Background: an optimization exercise with open tools, aiming at small area, a short achievable clock period and few clock cycles. Do not read the settings as production practice. Where RTL was checked, it was by simulation tests only, not by an equivalence proof against the original. Power and IR drop assume default switching activity.

indigo:
Design dz3_tile_scrambler, start of the top module:
module dz3_tile_scrambler (
    input  wire        clk,
    input  wire        rst_n,
    input  wire        cmd_valid,
    output reg         cmd_ready,
    input  wire        cmd_dir,
    input  wire [63:0] cmd_block,
    input  wire [63:0] cmd_page,
    input  wire [63:0] cmd_slot,
    input  wire        in_valid,
    output reg         in_ready,
    input  wire [63:0] in_data,
    output reg         out_valid,
    output reg  [63:0] out_data,
    output reg         res_valid,
    output reg         res_crc_ok
);
    localparam [31:0] RESIDUE = 32'hB798_B438;
    localparam [9:0]  BEAT_CMD = 10'd398;
    localparam [9:0]  BEAT_LAST = 10'd515;
    localparam [63:0] SR_INV = 64'hAAAA_AAAA_AAAA_AAAA;
    reg  [63:0] p_r, s_r, b_r;
    wire [63:0] p_sr = p_r ^ SR_INV;
    wire [63:0] s_sr = s_r ^ SR_INV;
    wire [63:0] b_sr = b_r ^ SR_INV;
    reg [3:0]  b_h;                 
    reg [2:0]  pcol_n, qcol_n;      
    reg [2:0]  pcol_c, qcol_c;      
    reg        pq_c;                
    reg        fa_c;                
    reg [6:0]  jc;                  
  ...
For scale: ~420 flip-flops, roughly 19000 µm² of cells after synthesis.
clock: 10.0 ns
lec_check: 0
cap_margin: 20
core_margin: 2
core_utilization: 70
place_density: 0.7
slew_margin: 20
standard.sh (not shown) runs the stock make flow with config.mk's settings and CLKGATE_MAP_FILE= SYNTH_SCRIPT=/design/flow/synth_recipe.tcl, a recipe that flattens the netlist after the stock synthesis.
==> flow/flow/run.sh <==
#!/bin/bash
# The standard layout (standard.sh), with:
#  - plain buf_1 cells as the port buffers,
#  - a larger setup margin for timing repair,
#  - clock tree: clkbuf_16 root, clkbuf_8 below it, larger sink clusters, no dummy loads.
set -euo pipefail
bash standard.sh \
  BUFFER_PORTS_ARGS="-buffer_cell sky130_fd_sc_hd__buf_1" \
  SETUP_SLACK_MARGIN=6.95 \
  CTS_ARGS="-sink_clustering_enable -repair_clock_nets -dont_use_dummy_load -root_buf sky130_fd_sc_hd__clkbuf_16 -buf_list sky130_fd_sc_hd__clkbuf_8 -sink_clustering_size 16 -sink_clustering_max_diameter 50" \
  finish > standard.log 2>&1
Testbench counts of indigo, summed over its fixed seeds: cycles 67,152.
## Diff of input files: quartz against indigo
diff --git a/flow/flow/run.sh b/flow/flow/run.sh
--- a/flow/flow/run.sh
+++ b/flow/flow/run.sh
@@ -8,3 +8,3 @@
   BUFFER_PORTS_ARGS="-buffer_cell sky130_fd_sc_hd__buf_1" \
-  SETUP_SLACK_MARGIN=6.95 \
+  SETUP_SLACK_MARGIN=7.15 \
   CTS_ARGS="-sink_clustering_enable -repair_clock_nets -dont_use_dummy_load -root_buf sky130_fd_sc_hd__clkbuf_16 -buf_list sky130_fd_sc_hd__clkbuf_8 -sink_clustering_size 16 -sink_clustering_max_diameter 50" \
diff --git a/flow/config.mk b/flow/config.mk
--- a/flow/config.mk
+++ b/flow/config.mk
@@ -10,3 +10,3 @@
 export CORE_UTILIZATION = 70
-export PLACE_DENSITY = 0.7
+export PLACE_DENSITY = 0.8
 export SLEW_MARGIN = 20
[summary]
indigo and quartz ended up with nearly the same flip-flop and latch count.
indigo -> quartz: total placed instance area flat
[diff] worst setup slack, quartz relative to indigo: improvement
indigo → quartz: layout filler cell count down about 16%; area of combinational cells with multiple inputs up 200 µm²; multi-input logic portion of the cell area down 0.47 points.
Post-layout minimum cycle time down 35 ps in quartz wrt indigo
quartz vs indigo — via count of the routed design rose 590.
On clock-cell share of area, indigo and quartz are neck and neck.
Looking at number of antenna violations at the first check in global routing, quartz sits 3 higher than indigo does.
Re vertical extent of the die: no difference whatsoever between quartz and indigo.
Every stage of the flow completed for quartz, and the final layout passed the timing, DRC and antenna checks.
diff inputs: quartz => cedar
diff --git a/flow/flow/run.sh b/flow/flow/run.sh
--- a/flow/flow/run.sh
+++ b/flow/flow/run.sh
@@ -8,3 +8,3 @@
   BUFFER_PORTS_ARGS="-buffer_cell sky130_fd_sc_hd__buf_1" \
-  SETUP_SLACK_MARGIN=7.15 \
+  SETUP_SLACK_MARGIN=7.05 \
   CTS_ARGS="-sink_clustering_enable -repair_clock_nets -dont_use_dummy_load -root_buf sky130_fd_sc_hd__clkbuf_16 -buf_list sky130_fd_sc_hd__clkbuf_8 -sink_clustering_size 16 -sink_clustering_max_diameter 50" \
==> notes.md <==
- Diff quartz -> cedar: detailed placer's ending HPWL now sits lower, total power now sits lower, number of antenna violations at the first check in global routing now sits lower, leakage power of the design now sits lower.
- Per the comparison of cedar with quartz, clock network power consumption ~0 delta, detailed-route via count -about 3.5%, maximum operating frequency +about 0.7%, final critical-path required period -21 ps.
- quartz reports its critical path launch point as out_data[48] while cedar reports out_data[7].
- Summary of cedar over quartz: wire length moved down, weighted congestion at the end of routability-driven global placement moved up.
- cedar: final cell area excluding filler cells is about 0.7% lower than what quartz reported.
Setup changes, cedar to juniper
==> flow/flow/run.sh <==
#!/bin/bash
# The standard layout (standard.sh), with:
#  - plain buf_1 cells as the port buffers,
#  - a larger setup margin for timing repair,
#  - clock tree: clkbuf_16 root, clkbuf_8 below it, larger sink clusters, no dummy loads.
set -euo pipefail
bash standard.sh \
  BUFFER_PORTS_ARGS="-buffer_cell sky130_fd_sc_hd__buf_1" \
  SETUP_SLACK_MARGIN=6.95 \
  CTS_ARGS="-sink_clustering_enable -repair_clock_nets -dont_use_dummy_load -root_buf sky130_fd_sc_hd__clkbuf_16 -buf_list sky130_fd_sc_hd__clkbuf_8 -sink_clustering_size 20 -sink_clustering_max_diameter 60" \
  finish > standard.log 2>&1
Notes after the runs:
The final layouts of juniper and cedar pass the timing, DRC and antenna checks. Insertion delay of the later-clocked pin in the worst-skew pair sits higher in juniper than in cedar. Run comparison: juniper last element of the critical path crc[14]; cedar last element of the critical path out_data[7]. Critical path depth was lower in cedar than in juniper. ~same worst hold slack in juniper and cedar. Of the two values seen for highest-delay cell along the critical path, sky130_fd_sc_hd__xnor3_2 was produced by juniper and sky130_fd_sc_hd__dfxtp_2 by cedar. Measured against each other, juniper and cedar differ in non-clock buffer count, the higher figure coming from cedar. Re async set-reset flop share out of synthesis: no difference whatsoever between cedar and juniper. Re layout overhead on the synthesized area: juniper is 2.7 points down on cedar. From cedar to juniper, cell count after synthesis did not move at all. Taking cedar as the reference point, the area taken by multi-input logic gates of juniper falls by 59 µm². On total via count after detailed routing, juniper does better than cedar.
[inputs] willow vs juniper
diff --git a/flow/flow/run.sh b/flow/flow/run.sh
--- a/flow/flow/run.sh
+++ b/flow/flow/run.sh
@@ -9,3 +9,3 @@
   SETUP_SLACK_MARGIN=6.95 \
-  CTS_ARGS="-sink_clustering_enable -repair_clock_nets -dont_use_dummy_load -root_buf sky130_fd_sc_hd__clkbuf_16 -buf_list sky130_fd_sc_hd__clkbuf_8 -sink_clustering_size 20 -sink_clustering_max_diameter 60" \
+  CTS_ARGS="-sink_clustering_enable -repair_clock_nets -dont_use_dummy_load -root_buf sky130_fd_sc_hd__clkbuf_16 -buf_list sky130_fd_sc_hd__clkbuf_8 -sink_clustering_size 16 -sink_clustering_max_diameter 50" \
   finish > standard.log 2>&1
diff --git a/flow/config.mk b/flow/config.mk
--- a/flow/config.mk
+++ b/flow/config.mk
@@ -9,4 +9,4 @@
 export CORE_MARGIN = 2
-export CORE_UTILIZATION = 70
-export PLACE_DENSITY = 0.8
+export CORE_UTILIZATION = 75
+export PLACE_DENSITY = 0.85
 export SLEW_MARGIN = 20
==> notes.md <==
willow vs. juniper: utilization after layout rose 7.0 points, switching power rose about 9%, sequential share of layout area about even. willow vs juniper: pin count of the biggest net entering global routing up by a little under 10%. Going from juniper to willow, clock group share of total power grows by 2.5 points. Taking juniper as the reference point, the transition at the pin with the smallest max-transition slack of willow falls by 140 ps. Across both runs, global-route usage was higher for willow than for juniper.

---

Setup of build 14:
dz3_tile_scrambler again, from the RTL that the note above started with.
Settings: LEC_CHECK=0, CAP_MARGIN=20, CORE_MARGIN=2, CORE_UTILIZATION=70, PLACE_DENSITY=0.8, SLEW_MARGIN=20, TNS_END_PERCENT=0; clock period 10.0 ns.
==> flow/flow/run.sh <==
#!/bin/bash
# The standard layout (standard.sh), with:
#  - plain buf_1 cells as the port buffers,
#  - a larger setup margin for timing repair,
#  - clock tree: clkbuf_16 root, clkbuf_8 below it, larger sink clusters, no dummy loads.
set -euo pipefail
bash standard.sh \
  BUFFER_PORTS_ARGS="-buffer_cell sky130_fd_sc_hd__buf_1" \
  SETUP_SLACK_MARGIN=6.95 \
  CTS_ARGS="-sink_clustering_enable -repair_clock_nets -dont_use_dummy_load -root_buf sky130_fd_sc_hd__clkbuf_16 -buf_list sky130_fd_sc_hd__clkbuf_8 -sink_clustering_size 16 -sink_clustering_max_diameter 50" \
  finish > standard.log 2>&1
Build 14 | stages: all done | timing, DRC, antenna: all pass
Testbench counts of build 14, summed over its fixed seeds: cycles 67,152.
The following lists how build 90 was set up differently from build 14:
- a deleted TNS_END_PERCENT that had been 0
--- a/flow/flow/run.sh
+++ b/flow/flow/run.sh
@@ -7,5 +7,5 @@
 bash standard.sh \
   BUFFER_PORTS_ARGS="-buffer_cell sky130_fd_sc_hd__buf_1" \
-  SETUP_SLACK_MARGIN=6.95 \
+  SETUP_SLACK_MARGIN=7.3 \
   CTS_ARGS="-sink_clustering_enable -repair_clock_nets -dont_use_dummy_load -root_buf sky130_fd_sc_hd__clkbuf_16 -buf_list sky130_fd_sc_hd__clkbuf_8 -sink_clustering_size 16 -sink_clustering_max_diameter 50" \
   finish > standard.log 2>&1
[summary]
Looking at starting DRC count in detailed routing, build 90 sits about 7% above build 14. Cmp build 90 and build 14 / post-route fraction of the period consumed by the critical path / lower: build 90. Measured against each other, build 90 and build 14 differ in worst setup margin, the higher figure coming from build 90. Relative to build 14, tightest hold margin has gone down in build 90.
The following lists how build 71 was set up differently from build 90:
--- a/flow/flow/run.sh
+++ b/flow/flow/run.sh
@@ -7,5 +7,5 @@
 bash standard.sh \
   BUFFER_PORTS_ARGS="-buffer_cell sky130_fd_sc_hd__buf_1" \
-  SETUP_SLACK_MARGIN=7.3 \
+  SETUP_SLACK_MARGIN=6.95 \
   CTS_ARGS="-sink_clustering_enable -repair_clock_nets -dont_use_dummy_load -root_buf sky130_fd_sc_hd__clkbuf_16 -buf_list sky130_fd_sc_hd__clkbuf_8 -sink_clustering_size 16 -sink_clustering_max_diameter 50" \
   finish > standard.log 2>&1
## What came out
Of the two values seen for library cell contributing the largest single delay on the critical path, sky130_fd_sc_hd__dfxtp_2 was produced by build 90 and sky130_fd_sc_hd__dfxtp_1 by build 71.
Build 71 vs build 90, instance count: build 71 lower
Re clock network power share: build 90 and build 71 aren't equal, and the higher value belongs to build 71.
Between build 90 and build 71, total number of vias is lower for build 71, build 90 comes in above that.
Number of multi-input combinational cells: build 90 vs build 71 — no meaningful difference
Final instance area delta for build 71 relative to build 90: 1500 sq um lower

---

Another version of the RTL of dz3_tile_scrambler (not shown whole).
Size: about 2100 cells after synthesis, about 440 flip-flops, ~21000 um2 of cells after synthesis.
==> flow/config.mk <==
export PLATFORM = sky130hd
export DESIGN_NAME = dz3_tile_scrambler
export DESIGN_NICKNAME = dz3_tile_scrambler
export VERILOG_FILES = /design/flow/design.v
export SDC_FILE = /design/flow/constraint.sdc
export NUM_CORES = 4
export LEC_CHECK = 0
export CAP_MARGIN = 20
export CORE_MARGIN = 2
export CORE_UTILIZATION = 50
export CTS_BUF_LIST = sky130_fd_sc_hd__clkbuf_4 sky130_fd_sc_hd__clkbuf_8
export PLACE_DENSITY = 0.6
export SLEW_MARGIN = 20
==> flow/constraint.sdc <==
create_clock -name core_clock -period 10.0 [get_ports {clk}]
set_input_delay 2.0000 -clock core_clock [delete_from_list [all_inputs] [get_ports {clk}]]
set_output_delay 2.0000 -clock core_clock [all_outputs]
set_load 0.01 [all_outputs]
==> flow/flow/run.sh <==
#!/bin/bash
# Standard layout, with plain buf_1 cells as the port buffers and a larger setup margin for
# timing repair.
set -euo pipefail
bash standard.sh BUFFER_PORTS_ARGS="-buffer_cell sky130_fd_sc_hd__buf_1" SETUP_SLACK_MARGIN=6.9 finish > standard.log 2>&1
Edit:
==> flow/flow/run.sh (replaced) <==
#!/bin/bash
# Standard layout, with plain buf_1 cells as the port buffers.
set -euo pipefail
bash standard.sh BUFFER_PORTS_ARGS="-buffer_cell sky130_fd_sc_hd__buf_1" finish > standard.log 2>&1
- CTS_BUF_LIST: sky130_fd_sc_hd__clkbuf_4 sky130_fd_sc_hd__clkbuf_8 -> default
The changed run passed the timing, DRC and antenna checks.
Worst hold slack barely changes.
Synthesized cell count is unchanged.
Total power is higher by 0.51%.
Worst setup slack gets worse by 0.48 ns.
Clock skew is higher by 0.011 ns.
Function was not checked in any run of this note: the RTL went through the layout flow alone.

---

Setup of raven:
Another version of the RTL of dz3_tile_scrambler (not shown whole).
Size in the first run: roughly 1800 cells after synthesis, about 330 I/O pins.
clock: 10.0 ns
lec_check: 0
cap_margin: 20
core_margin: 2
core_utilization: 72
place_density: 0.82
slew_margin: 20
==> flow/flow/run.sh <==
#!/bin/bash
# The standard layout (standard.sh), with:
#  - plain buf_1 cells as the port buffers,
#  - a larger setup margin for timing repair,
#  - clock tree: clkbuf_16 root, clkbuf_8 below it, larger sink clusters, no dummy loads.
set -euo pipefail
bash standard.sh \
  BUFFER_PORTS_ARGS="-buffer_cell sky130_fd_sc_hd__buf_1" \
  SETUP_SLACK_MARGIN=6.9 \
  CTS_ARGS="-sink_clustering_enable -repair_clock_nets -dont_use_dummy_load -root_buf sky130_fd_sc_hd__clkbuf_16 -buf_list sky130_fd_sc_hd__clkbuf_8 -sink_clustering_size 16 -sink_clustering_max_diameter 50" \
  finish > standard.log 2>&1
Testbench counts of raven, summed over its fixed seeds: cycles 67,152.
Setup changes, raven to zinc
Settings: a change of PLACE_DENSITY from 0.82 to 0.8; a change of CORE_UTILIZATION from 72 to 70.
diff --git a/flow/flow/run.sh b/flow/flow/run.sh
--- a/flow/flow/run.sh
+++ b/flow/flow/run.sh
@@ -7,5 +7,5 @@
 bash standard.sh \
   BUFFER_PORTS_ARGS="-buffer_cell sky130_fd_sc_hd__buf_1" \
-  SETUP_SLACK_MARGIN=6.9 \
+  SETUP_SLACK_MARGIN=6.95 \
   CTS_ARGS="-sink_clustering_enable -repair_clock_nets -dont_use_dummy_load -root_buf sky130_fd_sc_hd__clkbuf_16 -buf_list sky130_fd_sc_hd__clkbuf_8 -sink_clustering_size 16 -sink_clustering_max_diameter 50" \
   finish > standard.log 2>&1
- Synthesized area came out exactly the same in zinc and raven.
- | worst setup margin | zinc vs raven | better |
- Per the comparison of zinc with raven, share of total power in sequential cells saw an increase; final cell count without fillers now sits at about the same level.
- Cmp zinc and raven / total die area / higher: zinc
- Going from raven to zinc, the shortest period the worst path allows was found to have gone down by 0.042 ns.

---

Setup of the baseline:
dz3_tile_scrambler, a different RTL version from the one above (not shown whole).
For scale: ~1700 cells after synthesis, about 420 flip-flops, about 330 I/O pins, about 20000 µm² of cells after synthesis.
Design dz3_tile_scrambler, start of the top module:
module dz3_tile_scrambler (
    input  wire        clk,
    input  wire        rst_n,
    input  wire        cmd_valid,
    output reg         cmd_ready,
    input  wire        cmd_dir,
    input  wire [63:0] cmd_block,
    input  wire [63:0] cmd_page,
    input  wire [63:0] cmd_slot,
    input  wire        in_valid,
    output reg         in_ready,
    input  wire [63:0] in_data,
    output reg         out_valid,
    output reg  [63:0] out_data,
    output reg         res_valid,
    output reg         res_crc_ok
);
export LEC_CHECK = 0
export CAP_MARGIN = 20
export CORE_MARGIN = 2
export CORE_UTILIZATION = 65
export PLACE_DENSITY = 0.75
export SLEW_MARGIN = 20
create_clock -name core_clock -period 10.0 [get_ports {clk}]
==> flow/flow/run.sh <==
#!/bin/bash
# The standard layout (standard.sh), with:
#  - plain buf_1 cells as the port buffers,
#  - a larger setup margin for timing repair,
#  - clock tree: clkbuf_16 root, clkbuf_8 below it, larger sink clusters, no dummy loads.
set -euo pipefail
bash standard.sh \
  BUFFER_PORTS_ARGS="-buffer_cell sky130_fd_sc_hd__buf_1" \
  SETUP_SLACK_MARGIN=7.0 \
  CTS_ARGS="-sink_clustering_enable -repair_clock_nets -dont_use_dummy_load -root_buf sky130_fd_sc_hd__clkbuf_16 -buf_list sky130_fd_sc_hd__clkbuf_8 -sink_clustering_size 16 -sink_clustering_max_diameter 50" \
  finish > standard.log 2>&1
Testbench counts of the baseline, summed over its fixed seeds: cycles 66,640.
Setup changes, the baseline to the candidate
==> flow/flow/run.sh <==
#!/bin/bash
# The standard layout (standard.sh), with:
#  - plain buf_1 cells as the port buffers,
#  - a larger setup margin for timing repair,
#  - clock tree: clkbuf_8 buffers, larger sink clusters, no dummy loads.
set -euo pipefail
bash standard.sh \
  BUFFER_PORTS_ARGS="-buffer_cell sky130_fd_sc_hd__buf_1" \
  SETUP_SLACK_MARGIN=7.0 \
  CTS_ARGS="-sink_clustering_enable -repair_clock_nets -dont_use_dummy_load -buf_list sky130_fd_sc_hd__clkbuf_8 -sink_clustering_size 16 -sink_clustering_max_diameter 50" \
  finish > standard.log 2>&1
Of the two candidates, the baseline has the better minimum clock period and the candidate the worse one. Going from the baseline to the candidate, the layout overhead on the synthesized area was found to have gone up by 1.1 points. met2 usage in global routing up 1.3 points in the candidate wrt the baseline. Comparing the candidate and the baseline, the higher fraction of area in registers was measured on the baseline. Between the candidate and the baseline, design area is lower for the baseline, the candidate comes in above that. Status: final instance count without filler cells parity (the candidate, the baseline). Relative to the baseline, total length of routed met2 wires increased by 2.8% in the candidate. The candidate vs the baseline: number of cells on the critical path down in the candidate.

==> separate check: timing with driven ports <==
The results above use ideal ports. As a check the final layouts listed here were re-extracted and re-timed, cells and wires unchanged. Step 1 (the two cells are an assumption about what drives the block):
set clk [get_ports {clk}]
set_driving_cell -lib_cell sky130_fd_sc_hd__clkbuf_16 $clk
set_driving_cell -lib_cell sky130_fd_sc_hd__buf_2 [delete_from_list [all_inputs] $clk]
Step 2, shift: input delay + t, output delay - t, t = (earliest + latest rising clock arrival at the registers) / 2. This alone moves slack from input paths to output paths. Three values: ideal, step 1, step 2; two values: the first two.
run | shift t [ns] | setup slack, ns | worst register clock-pin slew, ns
indigo | 0.540 | 6.956 / 6.903 / 6.580 | 0.10 / 0.10
quartz | 0.535 | 6.991 / 6.938 / 6.716 | 0.10 / 0.10
cedar | 0.540 | 7.012 / 6.958 / 6.714 | 0.10 / 0.10
juniper | 0.557 | 6.897 / 6.897 / 6.518 | 0.12 / 0.12
willow | 0.548 | 6.828 / 6.828 / 6.397 | 0.11 / 0.11
build 14 | 0.536 | 6.789 / 6.789 / 6.441 | 0.10 / 0.10
build 90 | 0.532 | 6.986 / 6.939 / 6.879 | 0.10 / 0.10
build 71 | 0.536 | 6.960 / 6.919 / 6.554 | 0.10 / 0.10
the first run of note 3 | 0.669 | 6.547 / 6.547 / 6.165 | 0.06 / 0.06
the second run of note 3 | 0.638 | 6.070 / 6.101 / 5.463 | 0.07 / 0.07
raven | 0.536 | 6.909 / 6.872 / 6.544 | 0.10 / 0.10
zinc | 0.535 | 6.951 / 6.912 / 6.600 | 0.10 / 0.10
the baseline | 0.538 | 6.951 / 6.935 / 6.440 | 0.10 / 0.10
the candidate | 0.593 | 6.928 / 6.878 / 6.485 | 0.10 / 0.10
After both steps every run listed still meets setup and hold. For the second run of note 3, which loses most, drivers alone change the setup slack by +0.031 ns; drivers and shift together by -0.607 ns.
